What follows belongs to an exercise in optimizing a design on an open flow for a short achievable clock period and few clock cycles; a production flow would make more cautious choices. Only simulation tests tie the RTL to the original design; equivalence was not proved. Power and IR drop assume default switching activity.

==> flow/design.v, too long to show whole: its modules and the start of the top module <==
// module chisel_engine: 3966 lines
module chisel_engine (
    input  wire        clk,
    input  wire        rst,
    output wire        imem_en,
    output wire [11:0] imem_addr,
    input  wire [31:0] imem_rdata,
    output wire        dmem_en,
    output wire        dmem_we,
    output wire [3:0]  dmem_be,
    output wire [10:0] dmem_addr,
    output wire [31:0] dmem_wdata,
    input  wire [31:0] dmem_rdata,
    output wire        io_req,
    output wire        io_we,
    output wire        io_wait,
    output wire [11:0] io_addr,
    output wire [31:0] io_wdata,
    input  wire        io_ack,
    input  wire [31:0] io_rdata,
    output wire        halted,
    output wire        ill_op
);
  // ...
==> flow/flow/run.sh <==
#!/bin/bash
# Layout: the standard ORFS flow (standard synthesis, floorplan, placement,
# CTS, routing), with the setup repair steps aiming for 13.5 ns of slack
# instead of 0 so that cells are sized for a short clock period. The SDC,
# the clock period and everything else are the standard flow's.
set -euo pipefail
bash standard.sh SETUP_SLACK_MARGIN=13.5 finish > orfs_make.log 2>&1
==> flow/standard.sh <==
#!/bin/bash
# synth_recipe.tcl (not shown) runs the flow's synth.tcl, then flattens the netlist and writes it again
# the make line also repeats each setting of config.mk as NAME=value (left out here)
make -C /OpenROAD-flow-scripts/flow DESIGN_CONFIG=/design/flow/config.mk WORK_HOME=/design/flow/orfs CLKGATE_MAP_FILE= SYNTH_SCRIPT=/design/flow/synth_recipe.tcl "${@:-finish}"
==> flow/config.mk <==
export PLATFORM = sky130hd
export DESIGN_NAME = chisel_engine
export DESIGN_NICKNAME = chisel_engine
export VERILOG_FILES = /design/flow/design.v
export SDC_FILE = /design/flow/constraint.sdc
export NUM_CORES = 8
export LEC_CHECK = 0
export CAP_MARGIN = 20
export CORE_MARGIN = 2
export CORE_UTILIZATION = 60
export PLACE_DENSITY = 0.7
export SLEW_MARGIN = 20
==> flow/constraint.sdc <==
create_clock -name core_clock -period 18.0 [get_ports {clk}]
set_input_delay 3.6000 -clock core_clock [delete_from_list [all_inputs] [get_ports {clk}]]
set_output_delay 3.6000 -clock core_clock [all_outputs]
set_load 0.01 [all_outputs]
==> impl_metrics.json, run 1 <==
{
  "outcome": "timing/DRC/antenna clean",
  "rrSetupSlack_ns": 13.24,
  "die_area_um2": 309600,
  "area_dominant_class": "multi-input combinational cells",
  "clkCellAreaFrac": 0.04491,
  "combPwrFrac": 0.321,
  "grt.met3_usage": 0.2329,
  "setup.worst_path.start_class": "flop",
  "synth_ff_type": "edfxtp_1",
  "switching_share": 0.3759,
  "synth_top_area_cell": "edfxtp_1",
  "tap_cells": 3978,
  "design.portCount": 210,
  "ir_drop_uv": 108.1,
  "slew_violations": 0,
  "p_int_mw": 12.56,
  "cts_max_level": 5,
  "start_util": 0.6037,
  "synth_area_leaders": "edfxtp_1, mux4_2, fa_1, and2_1, xnor2_1",
  "synth-edff-count": 2251,
  "seq_area_um2": 72640,
  "first_pass_iters": 12,
  "highest-signal-layer": "met5",
  "power_leader": "sequential cells",
  "p_leak_nw": 80.45,
  "root_buffer": "clkbuf_16",
  "drtIter0Drc": 30429,
  "layout-drive-gt1-share": 0.2011,
  "p_per_area_nw_per_um2": 95.32
}
Testbench counts, summed over its fixed seeds: cycles 19,872.
==> run 2: changes to the inputs <==
--- a/flow/design.v
+++ b/flow/design.v
@@ -45,16 +45,17 @@
     reg [1:0]  la2, la3, la4;         
     reg        in2, in3, in4;         
     reg [1:0]  tg2, tg3, tg4;         
     reg        mu2, mu3, mu4;         
     reg        mh2, mh3, mh4;         
     reg        fresh3;                
     reg        imem_en_q;
     reg [11:0] fa;            
+    reg [11:0] ia;            
     reg        iv;            
     reg        pred_v;        
     reg [11:0] pred_t;
     reg [31:0] ir;
     reg [11:0] pc1;           
     reg [11:0] nx1;           
     reg [1:0]  tail;          
     assign imem_en   = imem_en_q;
@@ -313,17 +314,22 @@
         if (ack_q) in_vld_n[ack_tag] = 1'b1;
         if (io_leave) in_vld_n[io_tc] = 1'b0;
     end
     wire       x4_in_n  = adv ? (p3 && in3) : (p4 && in4);
     wire [1:0] x4_tg_n  = adv ? tg3 : tg4;
     wire       stall_n  = (x4_in_n && !in_vld_n[x4_tg_n]) ||
                           ((io_occ + {1'b0, io_leave}) >= 2'd2);
     wire       halt_adv = adv && s_halt;
-    wire [11:0] fa_nx   = (v1 && (!iv || mism)) ? nn : (pred_v ? pred_t : fa + 12'd1);
+    wire        i_br    = (imem_rdata[31:26] == 6'h20);
+    wire        i_alw   = (imem_rdata[24:22] == 3'd0);
+    wire        i_sp    = iv && i_br && (i_alw ? !imem_rdata[25] : imem_rdata[20]);
+    wire [11:0] i_tgt   = ia + imem_rdata[11:0];
+    wire [11:0] fa_nx   = (v1 && (!iv || mism)) ? nn :
+                          pred_v ? pred_t : i_sp ? i_tgt : fa + 12'd1;
     wire       halting_n = halting || halt_adv;
     localparam NB = 4;
     reg [NB-1:0] bt_v;
     reg [11:0]   bt_tag [0:NB-1];
     reg [11:0]   bt_tgt [0:NB-1];
     reg [1:0]    bt_ptr;
     reg        lk_hit;
     reg [11:0] lk_tgt;
@@ -352,17 +358,17 @@
     wire bt_clr = adv && !xfer && up_hit;
     reg [31:0] xa2, xb2;            
     reg [31:0] ma2, mb2;            
     reg [31:0] ca2, cb2;            
     reg        msg2;
     wire m_sa = msg2 & ma2[31];
     wire m_sb = msg2 & mb2[31];
     reg [247:0] mr1;
-    wire [63:0] mr2s, mr2c;
+    reg [63:0] mr2s, mr2c;
     wire m_s1, m_c2, m_s3, m_c4, m_s5, m_c6, m_s7, m_c8, m_s9, m_c10, m_s11, m_c12, m_s13, m_c14, m_s15, m_c16;
     wire m_s17, m_c18, m_s19, m_c20, m_s21, m_c22, m_s23, m_c24, m_s25, m_c26, m_s27, m_c28, m_s29, m_c30, m_s31, m_c32;
     wire m_s33, m_c34, m_s35, m_c36, m_s37, m_c38, m_s39, m_c40, m_s41, m_c42, m_s43, m_c44, m_s45, m_c46, m_s47, m_c48;
     wire m_s49, m_c50, m_s51, m_c52, m_s53, m_c54, m_s55, m_c56, m_s57, m_c58, m_s59, m_c60, m_s61, m_c62, m_s63, m_c64;
     wire m_s65, m_c66, m_s67, m_c68, m_s69, m_c70, m_s71, m_c72, m_s73, m_c74, m_s75, m_c76, m_s77, m_c78, m_s79, m_c80;
     wire m_s81, m_c82, m_s83, m_c84, m_s85, m_c86, m_s87, m_c88, m_s89, m_c90, m_s91, m_c92, m_s93, m_c94, m_s95, m_c96;
     wire m_s97, m_c98, m_s99, m_c100, m_s101, m_c102, m_s103, m_c104, m_s105, m_c106, m_s107, m_c108, m_s109, m_c110, m_s111, m_c112;
     wire m_s113, m_c114, m_s115, m_c116, m_s117, m_c118, m_s119, m_c120, m_s121, m_c122, m_s123, m_c124, m_s125, m_c126, m_s127, m_c128;
@@ -2712,145 +2718,147 @@
             mr1[241] <= m_c1738;
             mr1[242] <= (ma2[31] & mb2[31]);
             mr1[243] <= ~(m_sa & mb2[30]);
             mr1[244] <= ~(m_sb & ma2[30]);
             mr1[245] <= m_c1740;
             mr1[246] <= ~(m_sa & mb2[31]);
             mr1[247] <= ~(m_sb & ma2[31]);
         end
+        if (adv && mu3) begin
+            mr2s[0] <= mr1[0];
+            mr2c[0] <= 1'b0;
+            mr2s[1] <= mr1[1];
+            mr2c[1] <= mr1[2];
+            mr2s[2] <= mr1[5];
+            mr2c[2] <= m_s1861;
+            mr2s[3] <= m_s1863;
+            mr2c[3] <= m_c1862;
+            mr2s[4] <= m_s1865;
+            mr2c[4] <= m_c1864;
+            mr2s[5] <= m_s1867;
+            mr2c[5] <= m_c1866;
+            mr2s[6] <= m_s1869;
+            mr2c[6] <= m_c1868;
+            mr2s[7] <= m_s1871;
+            mr2c[7] <= m_c1870;
+            mr2s[8] <= m_s1873;
+            mr2c[8] <= m_c1872;
+            mr2s[9] <= m_s1875;
+            mr2c[9] <= m_c1874;
+            mr2s[10] <= m_s1877;
+            mr2c[10] <= m_c1876;
+            mr2s[11] <= m_s1879;
+            mr2c[11] <= m_c1878;
+            mr2s[12] <= m_s1881;
+            mr2c[12] <= m_c1880;
+            mr2s[13] <= m_s1883;
+            mr2c[13] <= m_c1882;
+            mr2s[14] <= m_s1885;
+            mr2c[14] <= m_c1884;
+            mr2s[15] <= m_s1887;
+            mr2c[15] <= m_c1886;
+            mr2s[16] <= m_s1889;
+            mr2c[16] <= m_c1888;
+            mr2s[17] <= m_s1891;
+            mr2c[17] <= m_c1890;
+            mr2s[18] <= m_s1893;
+            mr2c[18] <= m_c1892;
+            mr2s[19] <= m_s1895;
+            mr2c[19] <= m_c1894;
+            mr2s[20] <= m_s1897;
+            mr2c[20] <= m_c1896;
+            mr2s[21] <= m_s1899;
+            mr2c[21] <= m_c1898;
+            mr2s[22] <= m_s1901;
+            mr2c[22] <= m_c1900;
+            mr2s[23] <= m_s1903;
+            mr2c[23] <= m_c1902;
+            mr2s[24] <= m_s1905;
+            mr2c[24] <= m_c1904;
+            mr2s[25] <= m_s1907;
+            mr2c[25] <= m_c1906;
+            mr2s[26] <= m_s1909;
+            mr2c[26] <= m_c1908;
+            mr2s[27] <= m_s1911;
+            mr2c[27] <= m_c1910;
+            mr2s[28] <= m_s1913;
+            mr2c[28] <= m_c1912;
+            mr2s[29] <= m_s1915;
+            mr2c[29] <= m_c1914;
+            mr2s[30] <= m_s1917;
+            mr2c[30] <= m_c1916;
+            mr2s[31] <= m_s1919;
+            mr2c[31] <= m_c1918;
+            mr2s[32] <= m_s1921;
+            mr2c[32] <= m_c1920;
+            mr2s[33] <= m_s1923;
+            mr2c[33] <= m_c1922;
+            mr2s[34] <= m_s1925;
+            mr2c[34] <= m_c1924;
+            mr2s[35] <= m_s1927;
+            mr2c[35] <= m_c1926;
+            mr2s[36] <= m_s1929;
+            mr2c[36] <= m_c1928;
+            mr2s[37] <= m_s1931;
+            mr2c[37] <= m_c1930;
+            mr2s[38] <= m_s1933;
+            mr2c[38] <= m_c1932;
+            mr2s[39] <= m_s1935;
+            mr2c[39] <= m_c1934;
+            mr2s[40] <= m_s1937;
+            mr2c[40] <= m_c1936;
+            mr2s[41] <= m_s1939;
+            mr2c[41] <= m_c1938;
+            mr2s[42] <= m_s1941;
+            mr2c[42] <= m_c1940;
+            mr2s[43] <= m_s1943;
+            mr2c[43] <= m_c1942;
+            mr2s[44] <= m_s1945;
+            mr2c[44] <= m_c1944;
+            mr2s[45] <= m_s1947;
+            mr2c[45] <= m_c1946;
+            mr2s[46] <= m_s1949;
+            mr2c[46] <= m_c1948;
+            mr2s[47] <= m_s1951;
+            mr2c[47] <= m_c1950;
+            mr2s[48] <= m_s1953;
+            mr2c[48] <= m_c1952;
+            mr2s[49] <= m_s1955;
+            mr2c[49] <= m_c1954;
+            mr2s[50] <= m_s1957;
+            mr2c[50] <= m_c1956;
+            mr2s[51] <= m_s1959;
+            mr2c[51] <= m_c1958;
+            mr2s[52] <= m_s1961;
+            mr2c[52] <= m_c1960;
+            mr2s[53] <= m_s1963;
+            mr2c[53] <= m_c1962;
+            mr2s[54] <= m_s1965;
+            mr2c[54] <= m_c1964;
+            mr2s[55] <= m_s1967;
+            mr2c[55] <= m_c1966;
+            mr2s[56] <= m_s1969;
+            mr2c[56] <= m_c1968;
+            mr2s[57] <= m_s1971;
+            mr2c[57] <= m_c1970;
+            mr2s[58] <= m_s1973;
+            mr2c[58] <= m_c1972;
+            mr2s[59] <= m_s1975;
+            mr2c[59] <= m_c1974;
+            mr2s[60] <= m_s1977;
+            mr2c[60] <= m_c1976;
+            mr2s[61] <= m_s1979;
+            mr2c[61] <= m_c1978;
+            mr2s[62] <= m_s1981;
+            mr2c[62] <= m_c1980;
+            mr2s[63] <= m_s1983;
+            mr2c[63] <= m_c1982;
+        end
     end
-    assign mr2s[0] = mr1[0];
-    assign mr2c[0] = 1'b0;
-    assign mr2s[1] = mr1[1];
-    assign mr2c[1] = mr1[2];
-    assign mr2s[2] = mr1[5];
-    assign mr2c[2] = m_s1861;
-    assign mr2s[3] = m_s1863;
-    assign mr2c[3] = m_c1862;
-    assign mr2s[4] = m_s1865;
-    assign mr2c[4] = m_c1864;
-    assign mr2s[5] = m_s1867;
-    assign mr2c[5] = m_c1866;
-    assign mr2s[6] = m_s1869;
-    assign mr2c[6] = m_c1868;
-    assign mr2s[7] = m_s1871;
-    assign mr2c[7] = m_c1870;
-    assign mr2s[8] = m_s1873;
-    assign mr2c[8] = m_c1872;
-    assign mr2s[9] = m_s1875;
-    assign mr2c[9] = m_c1874;
-    assign mr2s[10] = m_s1877;
-    assign mr2c[10] = m_c1876;
-    assign mr2s[11] = m_s1879;
-    assign mr2c[11] = m_c1878;
-    assign mr2s[12] = m_s1881;
-    assign mr2c[12] = m_c1880;
-    assign mr2s[13] = m_s1883;
-    assign mr2c[13] = m_c1882;
-    assign mr2s[14] = m_s1885;
-    assign mr2c[14] = m_c1884;
-    assign mr2s[15] = m_s1887;
-    assign mr2c[15] = m_c1886;
-    assign mr2s[16] = m_s1889;
-    assign mr2c[16] = m_c1888;
-    assign mr2s[17] = m_s1891;
-    assign mr2c[17] = m_c1890;
-    assign mr2s[18] = m_s1893;
-    assign mr2c[18] = m_c1892;
-    assign mr2s[19] = m_s1895;
-    assign mr2c[19] = m_c1894;
-    assign mr2s[20] = m_s1897;
-    assign mr2c[20] = m_c1896;
-    assign mr2s[21] = m_s1899;
-    assign mr2c[21] = m_c1898;
-    assign mr2s[22] = m_s1901;
-    assign mr2c[22] = m_c1900;
-    assign mr2s[23] = m_s1903;
-    assign mr2c[23] = m_c1902;
-    assign mr2s[24] = m_s1905;
-    assign mr2c[24] = m_c1904;
-    assign mr2s[25] = m_s1907;
-    assign mr2c[25] = m_c1906;
-    assign mr2s[26] = m_s1909;
-    assign mr2c[26] = m_c1908;
-    assign mr2s[27] = m_s1911;
-    assign mr2c[27] = m_c1910;
-    assign mr2s[28] = m_s1913;
-    assign mr2c[28] = m_c1912;
-    assign mr2s[29] = m_s1915;
-    assign mr2c[29] = m_c1914;
-    assign mr2s[30] = m_s1917;
-    assign mr2c[30] = m_c1916;
-    assign mr2s[31] = m_s1919;
-    assign mr2c[31] = m_c1918;
-    assign mr2s[32] = m_s1921;
-    assign mr2c[32] = m_c1920;
-    assign mr2s[33] = m_s1923;
-    assign mr2c[33] = m_c1922;
-    assign mr2s[34] = m_s1925;
-    assign mr2c[34] = m_c1924;
-    assign mr2s[35] = m_s1927;
-    assign mr2c[35] = m_c1926;
-    assign mr2s[36] = m_s1929;
-    assign mr2c[36] = m_c1928;
-    assign mr2s[37] = m_s1931;
-    assign mr2c[37] = m_c1930;
-    assign mr2s[38] = m_s1933;
-    assign mr2c[38] = m_c1932;
-    assign mr2s[39] = m_s1935;
-    assign mr2c[39] = m_c1934;
-    assign mr2s[40] = m_s1937;
-    assign mr2c[40] = m_c1936;
-    assign mr2s[41] = m_s1939;
-    assign mr2c[41] = m_c1938;
-    assign mr2s[42] = m_s1941;
-    assign mr2c[42] = m_c1940;
-    assign mr2s[43] = m_s1943;
-    assign mr2c[43] = m_c1942;
-    assign mr2s[44] = m_s1945;
-    assign mr2c[44] = m_c1944;
-    assign mr2s[45] = m_s1947;
-    assign mr2c[45] = m_c1946;
-    assign mr2s[46] = m_s1949;
-    assign mr2c[46] = m_c1948;
-    assign mr2s[47] = m_s1951;
-    assign mr2c[47] = m_c1950;
-    assign mr2s[48] = m_s1953;
-    assign mr2c[48] = m_c1952;
-    assign mr2s[49] = m_s1955;
-    assign mr2c[49] = m_c1954;
-    assign mr2s[50] = m_s1957;
-    assign mr2c[50] = m_c1956;
-    assign mr2s[51] = m_s1959;
-    assign mr2c[51] = m_c1958;
-    assign mr2s[52] = m_s1961;
-    assign mr2c[52] = m_c1960;
-    assign mr2s[53] = m_s1963;
-    assign mr2c[53] = m_c1962;
-    assign mr2s[54] = m_s1965;
-    assign mr2c[54] = m_c1964;
-    assign mr2s[55] = m_s1967;
-    assign mr2c[55] = m_c1966;
-    assign mr2s[56] = m_s1969;
-    assign mr2c[56] = m_c1968;
-    assign mr2s[57] = m_s1971;
-    assign mr2c[57] = m_c1970;
-    assign mr2s[58] = m_s1973;
-    assign mr2c[58] = m_c1972;
-    assign mr2s[59] = m_s1975;
-    assign mr2c[59] = m_c1974;
-    assign mr2s[60] = m_s1977;
-    assign mr2c[60] = m_c1976;
-    assign mr2s[61] = m_s1979;
-    assign mr2c[61] = m_c1978;
-    assign mr2s[62] = m_s1981;
-    assign mr2c[62] = m_c1980;
-    assign mr2s[63] = m_s1983;
-    assign mr2c[63] = m_c1982;
     wire [63:0] prod = mr2s + mr2c;
     reg        cin2;
     reg [4:0]  sh2;
     reg [31:0] bmask2, imask2;
     reg [5:0]  top2;
     reg        bsg2;
     reg [5:0]  cps2;        
     reg        q2_add, q2_and, q2_or, q2_xor, q2_shl, q2_shr, q2_sar, q2_ror,
@@ -3802,16 +3810,17 @@
                 hd3 <= n_q3 && (n_d3 == id_i);
                 hd4 <= n_q4 && (n_d4 == id_i);
                 hd5 <= n_q5 && (n_d5 == id_i);
                 hd6 <= n_q6 && (n_d6 == id_i);
                 v1 <= iv && !halting_n;
                 if (!halting) begin
                     iv <= !halt_adv && !(v1 && iv && mism);
                     fa <= fa_nx;
+                    ia <= fa;
                     pred_v <= lk_hit;
                     pred_t <= lk_tgt;
                 end
             end
             if (adv) begin
                 pc1  <= nx1;
                 nx1  <= nn;
                 tail <= prod1 ? (dlt[1:0] - 2'd1) : ((tail == 2'd0) ? 2'd0 : tail - 2'd1);
@@ -3941,18 +3950,19 @@
             fm3 <= fm2; fm4 <= fm3; fm5 <= fm4;
             fl3 <= flg2; fl4 <= fl3; fl5 <= fl4;
             lt3 <= lt2; lt4 <= lt3;
             la3 <= la2; la4 <= la3;
             tg3 <= tg2; tg4 <= tg3;
             mu3 <= mu2; mu4 <= mu3;
             mh3 <= mh2; mh4 <= mh3;
             val3 <= res2;
-            val4 <= (fresh3 && ld3) ? dmem_rdata : mu3 ? (mh3 ? prod[63:32] : prod[31:0]) : val3;
-            val5 <= ld4 ? ld_align(val4, lt4, la4) :
+            val4 <= (fresh3 && ld3) ? dmem_rdata : val3;
+            val5 <= mu4 ? (mh4 ? prod[63:32] : prod[31:0]) :
+                    ld4 ? ld_align(val4, lt4, la4) :
                     in4 ? in_data[tg4] : val4;
         end else if (fresh3 && ld3) begin
             val3 <= dmem_rdata;
         end
         if (rst_q) begin
             for (i = 1; i < 32; i = i + 1) rf[i] <= 32'd0;
             fz <= 1'b0; fc <= 1'b0; fn_ <= 1'b0; fv <= 1'b0;
         end else if (adv && p5) begin
==> run 2 against run 1 <==
Net effect:
- now fails the layout checks on antenna rules
- non-clock buffer count up 57
- design area increased by 2.2%
- critical endpoint is now dmem_en
- synthesized area is 2.5% higher
- critical path depth unchanged
- clock power up 0.7%
- global-route usage fell by 1.1 points
- via count increased by 1.0%
- register-to-register slack better by 0.08 ns
- final cell count is 2.1% higher
- clock skew shrank 0.0068 ns
- total power up 0.73%
- largest cell class unchanged
==> impl_metrics.json, run 2 <==
{
  "mostFrequentLayoutCells": "edfxtp_1, and2_1, nand2_1",
  "synth.top_cell.area_share": 0.3777,
  "start_util": 0.6025,
  "cp_max_fo": 1,
  "slew_violations": 0,
  "relSlewSlack": 0.09293,
  "gp_congestion": 1.086,
  "slowest_stage": "dfxtp_4",
  "fill_cells": 22124,
  "fin_crit_ns": 5.102,
  "clk_latency_ns": 1.01,
  "drc": 0,
  "required_ns": 14.40,
  "cts_made_buffers": 290,
  "rrSetupSlack_ns": 13.32,
  "finalSetupViolations": 0,
  "setup_tns_ns": 0,
  "finalHoldViolations": 0,
  "grt.total_usage": 0.5169,
  "avgSynthCellArea_um2": 11.40,
  "ir_drop_uv": 88.88,
  "via_per_inst": 7.370,
  "total_power_mw": 20.27,
  "largest_reg_flops": 1024,
  "nNetsFinal": 17907,
  "first_pass_iters": 12,
  "clockBufferDepth": 4,
  "min_period_over_period": 0.2835,
  "ys_types": 95,
  "worstHoldEndpoint": "ack_tag[0]",
  "cts_max_level": 5,
  "core_area_um2": 311400,
  "dieHeight_um": 563.2,
  "place_hpwl_mm": 507.3,
  "cts_sinks": 2638,
  "design.portCount": 210,
  "grt_overflow_total": 0,
  "r2r_end": "io_addr_q[10]",
  "crit_arrival_ns": 1.50,
  "p_per_area_nw_per_um2": 93.90,
  "grt_pass1_wl_mm": 1136,
  "rows": 205,
  "synth_ff_type": "edfxtp_1",
  "clk_pin_slew_ns": 0.07,
  "port_buffers": 209,
  "violations": "antenna rules",
  "grt_max_degree": 132,
  "area_growth_pct": 15.07,
  "worst_path_dominant_cell_family": "flip-flops",
  "synth_area_leaders": "edfxtp_1, mux4_2, fa_1, and2_1, xnor2_1",
  "drtIter0Drc": 30733,
  "tightest_slew_ns": 1.361,
  "rsz0062_at_grt": "yes",
  "synth-seq-cells": 2638,
  "wl_per_cell_um": 39.78,
  "finClkSkew_ns": 0.1010,
  "cp_num_buf_inv": 1,
  "setup.worst_path.start_class": "flop",
  "layout-drive-gt1-share": 0.1959,
  "outcome": "failed layout checks",
  "synth_top_area_cell": "edfxtp_1",
  "final_common_cell": "edfxtp_1",
  "synth_area_um2": 187600,
  "synth-seq-area-share": 0.4074,
  "die_area_um2": 317200,
  "vias": 155785,
  "syn-num-nets": 17753,
  "die_w_um": 563.2,
  "reg2reg_from": "val4[8]",
  "synth-edff-count": 2360,
  "antenna_left": 1,
  "cts_tree": "yes",
  "whs_path_depth": 0,
  "reg2regPathDepth": 20,
  "drv_cap": 0,
  "synth_cells": 16455,
  "largest-register": "rf",
  "wl_mm": 840.8,
  "min_from": "io_tag_q[0]",
  "slowest_delay_ns": 0.44,
  "end_kind": "primary output",
  "antenna_found_initial": 106,
  "yosysMostFrequentCell": "edfxtp_1",
  "async_flop_share": 0,
  "grt_pass1_vias": 145330,
  "root_buffer": "clkbuf_16",
  "yosys-top-cells-count": "edfxtp_1, and2_1, nand2_1",
  "path_cells": "buf_6",
  "p_leak_nw": 82.18,
  "yosys_warnings": 1,
  "fmax_mhz": 196.0,
  "top_regs": "rf (1024), mr1 (248), in_data (128)",
  "crit_type": "flop to primary output",
  "hold_class": "flop to flop"
}
run 2: changes by cell type in the layout (fill, tap and decap cells not counted), moves of 36 or more:
| cell | delta |
|---|---|
| nand2_1 | +149 |
| edfxtp_1 | +109 |
| inv_1 | -73 |
| o21ai_0 | -52 |
| nor2_1 | -41 |
| xnor2_1 | +41 |
| dfxtp_1 | +36 |
| ha_1 | +36 |
run 2: kinds of logic (layout without fill, tap and decap cells):
kind of cell	Yosys count	count (layout)	synth area share
fa+ha+maj	1203	1203	0.1189
flops	2638	2638	0.4074
simple gates	4924	4930	0.1329
mux	1687	1687	0.1589
other cells	0	156	0
xor+xnor	1031	1031	0.04840
compound gates	2495	2495	0.08349
buf+inv	2477	2857	0.05004
run 2: cell type report:
| class | count | area, um2 | area share |
|---|---|---|---|
| inverter | 1093 | 4173 | 0.01933 |
| sequential | 2638 | 76570 | 0.3547 |
| antenna | 156 | 390.4 | 0.001808 |
| clock inverter | 155 | 1708 | 0.007911 |
| multi-input combinational | 11346 | 104300 | 0.4830 |
| timing repair inverter | 1 | 7.507 | 0.00003477 |
| tap | 4140 | 5180 | 0.02399 |
| clock buffer | 369 | 7699 | 0.03566 |
| timing repair buffer | 1239 | 15890 | 0.07360 |
run 2: where the power goes:
| part | internal (mW) | switching (mW) |
|---|---|---|
| Clock | 3.39 | 2.73 |
| Combinational | 2.22 | 4.10 |
| Sequential | 7.30 | 0.539 |
run 2: worst max-delay path by stage:
stage              startpoint              end  slack [ns]  cells past startpoint
2_1_floorplan             rst            ia[0]       10.96                      4
3_3_place_gp   imem_rdata[21]           prd[7]        9.75                      8
3_5_place_dp   imem_rdata[21]           prd[7]        9.67                      8
4_1_cts             dmem_en_q          dmem_en       12.92                      1
5_1_grt         imem_rdata[0]  imem_addr_q[10]       12.89                     15
6_report            dmem_en_q          dmem_en       12.90                      1
run 2: what timing repair did:
action / in CTS / in global routing
pin swaps: 71 / 100
resized for setup: 1200 / 323
cloned: 137 / 28
setup endpoints to repair: 1024 / 558
buffers inserted: 227 / 138
hold buffers: 0 / 0
run 2: metrics by stage:
stage | hold slack, ns | utilization | std cells | area (um2) | setup WS (ns)
2_1_floorplan | 0.3233 | - | 16455 | 189500 | 10.96
6_report | 0.3438 | 0.6933 | 21137 | 215900 | 12.90
4_1_cts | 0.3302 | 0.6810 | 20809 | 212100 | 12.92
3_3_place_gp | 0.3275 | 0.6240 | 19918 | 194300 | 9.750
3_5_place_dp | 0.3375 | 0.6241 | 19921 | 194300 | 9.673
5_1_grt | 0.3565 | 0.6922 | 21006 | 215600 | 12.89
run 2: metal layers:
metal  global-route usage  vias to the layer above  share of wire  routed length (um)
met3               0.2394                     4307           0.18              150600
met1               0.6536                    76353           0.33              275000
met5              0.01295                        -         0.0019                1563
li1                     -                    58913              -                   -
met2               0.7050                    16134           0.40              335800
met4               0.3513                       78          0.092               77740
Testbench counts of run 2, summed over its fixed seeds: cycles 19,832.

## port drivers added, routing unchanged
The flow's constraints put no driver on any port. The routed layouts listed below were extracted and timed again, unchanged, in two steps.
Step 1: set_driving_cell puts a clkbuf_16 on clk and a buf_2 on each other input, an assumption about the parent block.
Step 2 also shifts input and output timing later by t, the mid clock arrival at the registers, as if the neighbouring blocks saw the same clock.
Slacks: no drivers / after step 1 / after step 2; pairs: no drivers / after step 1.
run	t (ns)	slack for setup (ns)	worst setup path after step 2	worst slew at a driven data input, ns	pins driven straight from the clock port
run 1	1.069	12.957 / 12.767 / 11.699	input to register	0.70	1
run 2	1.083	12.898 / 12.713 / 11.630	input to register	0.68	1
The setup slack of run 2, which loses most, moves by -0.185 ns with the drivers and by -1.268 ns with both steps.
